This design comes from an exercise in tuning for small area, a short achievable clock period and few clock cycles per item on the open sky130 flow, not from production work. The RTL was checked by simulation tests, not by an equivalence proof against the original design.

// loop_law
module loop_law (
    input                    clk,
    input                    rst,           
    input                    in_valid,
    output                   in_ready,
    input             [3:0]  in_slot,
    input                    in_first,
    input                    in_ref_ext,
    input                    in_deriv_on,
    input             [3:0]  in_out_shift,
    input      signed [15:0] in_r,
    input      signed [15:0] in_y,
    input      signed [15:0] in_u_init,
    input      signed [15:0] in_kp,
    input      signed [15:0] in_ki,
    input      signed [15:0] in_kd,
    input      signed [15:0] in_af,
    input      signed [15:0] in_ff,
    input      signed [15:0] in_u_min,
    input      signed [15:0] in_u_max,
    input             [14:0] in_i_lim,
    output reg               out_valid,
    output reg        [3:0]  out_slot,
    output reg signed [15:0] out_u,
    output reg signed [15:0] out_e,
    output reg               out_sat
);
    assign in_ready = 1'b1;
    reg signed [15:0] st_e [0:15];
    reg signed [15:0] st_d [0:15];
    reg signed [30:0] st_i [0:15];
    reg               v0, v1, v2, v3, v4;
    reg        [3:0]  slot0, slot1, slot2, slot3, slot4;
    reg               first0, first1, first2;
    reg               rx0, don0, don1, don2;
    reg        [3:0]  sh0, s1, s2, s3, s4;
    reg signed [15:0] r0, y0, ui0, kp0, ki0, kd0, af0, ff0, umin0, umax0;
    reg        [14:0] lim0, lim1, lim2, lim3;
    reg signed [15:0] e1, e2, e3, e4;
    reg signed [16:0] de1;
    reg signed [15:0] kp1, ki1, kd1, ff1, ui1, umin1, umax1, umin2, umax2, umin3, umax3;
    reg        [14:0] af1, af2;
    reg        [32:0] z2;
    reg signed [31:0] p2, di2, di3;
    reg signed [30:0] ii2;
    reg               dpos2;
  ...
Size: roughly 12000 cells after synthesis, roughly 2000 flip-flops, ~230 I/O pins, ~110000 sq um of cells after synthesis.
clock: 34.0 ns
lec_check: 0
abc_area: 1
cap_margin: 20
core_margin: 2
core_utilization: 55
slew_margin: 20
standard.sh (not shown) runs the stock make flow with config.mk's settings and CLKGATE_MAP_FILE= SYNTH_SCRIPT=/design/flow/synth_recipe.tcl, a recipe that flattens the netlist after the stock synthesis.
==> flow/flow/run.sh <==
#!/bin/bash
# Layout flow: the standard layout (standard.sh, unchanged synthesis,
# floorplan, power grid, placement, CTS and routing), with one change: the
# buffers that buffer_ports puts on every input and output port are
# sky130_fd_sc_hd__buf_2 cells instead of the resizer's default pick
# (clkdlybuf4s50_1, a delay cell).
set -euo pipefail
cd "$(dirname "$0")/.."
export BUFFER_PORTS_ARGS="-buffer_cell sky130_fd_sc_hd__buf_2"
bash standard.sh finish > standard_flow.log 2>&1
The baseline finished clean.
Testbench counts at the start, summed over its fixed seeds: cycles 80,040, items 80,000.
Edit:
Settings changed: CORE_UTILIZATION 55 to 62, CTS_CLUSTER_DIAMETER from default to 100, CTS_CLUSTER_SIZE from default to 25.
=>
- core utilization is higher by 5.5 points
- worst hold slack gets better by 0.060 ns
- count of clock-buffer cells in the layout is lower by 119
- design area is lower by a few percent
- routed wire length is lower by a few percent
- setup slack gets better by 0.024 ns
- non-clock buffer count is lower by 8
- via count is higher slightly
- global-route usage is higher by 2.7 points
Edit:
Settings changed: CAP_MARGIN 20 to 60, SLEW_MARGIN 20 to 70.
What happened: The changed run completed with no timing, DRC or antenna violations; setup slack is better by 0.058 ns; final cell count increases slightly; global-route usage increases by 0.36 points; clock-buffer cell count increases by 3; critical path depth decreases by 24; final area increases by a few percent; synthesized cell count does not change.
Edit:
Settings changed: CAP_MARGIN 60 to 35, CORE_UTILIZATION 62 to 67, SLEW_MARGIN 70 to 45.
After rerunning:
- The new run passed the timing, design-rule and antenna checks
- flip-flop and latch count is unchanged
- cell count decreases by a few percent
- area after synthesis does not change
- count of clock-buffer cells in the layout goes down by 1
- worst setup slack got worse by 0.034 ns
- global-route usage grows by 3.2 points
Edit:
Settings changed: CORE_UTILIZATION 67 to 62.
First-iteration DRC count goes down by roughly a tenth.
Routed wire length came out lower by a few percent.
Worst setup slack gains 0.029 ns.
Die area came out higher by a little under a tenth.
Clock skew rose by 0.021 ns.
Final area goes up slightly.
Via count fell by a few percent.
Critical path depth stays the same.
Sequential cell count is unchanged.
Sequential share of layout area drops by 0.16 points.
Non-clock buffer count climbs by 5.

========
loop_law, a different RTL version from the one above (not shown whole).
Size: ~12000 cells after synthesis, ~0.12 mm2 of cells after synthesis.
## loop_law
module loop_law (
    input                    clk,
    input                    rst,           
    input                    in_valid,
    output                   in_ready,
    input             [3:0]  in_slot,
    input                    in_first,
    input                    in_ref_ext,
    input                    in_deriv_on,
    input             [3:0]  in_out_shift,
    input      signed [15:0] in_r,
    input      signed [15:0] in_y,
    input      signed [15:0] in_u_init,
    input      signed [15:0] in_kp,
    input      signed [15:0] in_ki,
    input      signed [15:0] in_kd,
    input      signed [15:0] in_af,
    input      signed [15:0] in_ff,
    input      signed [15:0] in_u_min,
    input      signed [15:0] in_u_max,
    input             [14:0] in_i_lim,
    output reg               out_valid,
    output reg        [3:0]  out_slot,
    output reg signed [15:0] out_u,
    output reg signed [15:0] out_e,
    output reg               out_sat
);
==> flow/config.mk <==
export PLATFORM = sky130hd
export DESIGN_NAME = loop_law
export DESIGN_NICKNAME = loop_law
export VERILOG_FILES = /design/flow/design.v
export SDC_FILE = /design/flow/constraint.sdc
export NUM_CORES = 4
export LEC_CHECK = 0
export ABC_AREA = 1
export CAP_MARGIN = 20
export CORE_MARGIN = 2
export CORE_UTILIZATION = 62
export CTS_CLUSTER_DIAMETER = 100
export CTS_CLUSTER_SIZE = 25
export SLEW_MARGIN = 20
==> flow/constraint.sdc <==
create_clock -name core_clock -period 34.0 [get_ports {clk}]
set_input_delay 6.8000 -clock core_clock [delete_from_list [all_inputs] [get_ports {clk}]]
set_output_delay 6.8000 -clock core_clock [all_outputs]
set_load 0.01 [all_outputs]
Scripts as last shown in full above: flow/flow/run.sh
Testbench counts at the start, summed over its fixed seeds: cycles 80,040, items 80,000.
Change:
- CAP_MARGIN: 20 -> 25
- CORE_UTILIZATION: 62 -> 67
- SLEW_MARGIN: 20 -> 30
Effect:
- routed wire length came out higher by 0.94%
- synthesized area stays the same
- via count came out higher by 1.7%
- final cell count came out lower by 1.6%

[re-timing with driven ports]
Ports are ideal in the flow. The routed layouts listed here were re-timed in OpenROAD.
Step 1 assumes that a clkbuf_16 drives the clock port and a buf_2 every other input.
Step 2 adds t to the input delays and takes it off the output delays; t is the mean of the earliest and latest rising clock arrival at the registers after step 1. Input paths then give back, and output paths get back, about the clock's delay inside the block.
a / b / c = ideal / step 1 / step 2; a / b = the first two.
run | t (ns) | slack for setup (ns) | hold WS [ns] | latest minus earliest clock arrival (ns) | cell pins on the clock port's net
the first run of note 1 | 0.939 | 25.870 / 25.780 / 26.050 | 0.261 / 0.261 / 0.261 | 0.107 / 0.107 | 1
the second run of note 1 | 0.881 | 25.894 / 25.859 / 25.894 | 0.321 / 0.321 / 0.321 | 0.061 / 0.061 | 1
the third run of note 1 | 0.877 | 25.952 / 25.862 / 26.740 | 0.316 / 0.316 / 0.316 | 0.060 / 0.061 | 1
the fourth run of note 1 | 0.875 | 25.918 / 25.822 / 26.266 | 0.325 / 0.325 / 0.325 | 0.047 / 0.047 | 1
the fifth run of note 1 | 0.873 | 25.946 / 25.852 / 26.374 | 0.312 / 0.312 / 0.312 | 0.074 / 0.073 | 1
the first run of note 2 | 0.875 | 25.932 / 25.837 / 26.403 | 0.305 / 0.305 / 0.305 | 0.066 / 0.065 | 1
the second run of note 2 | 0.883 | 25.941 / 25.850 / 26.324 | 0.310 / 0.310 / 0.310 | 0.060 / 0.060 | 1
After both steps every run listed still meets setup and hold.
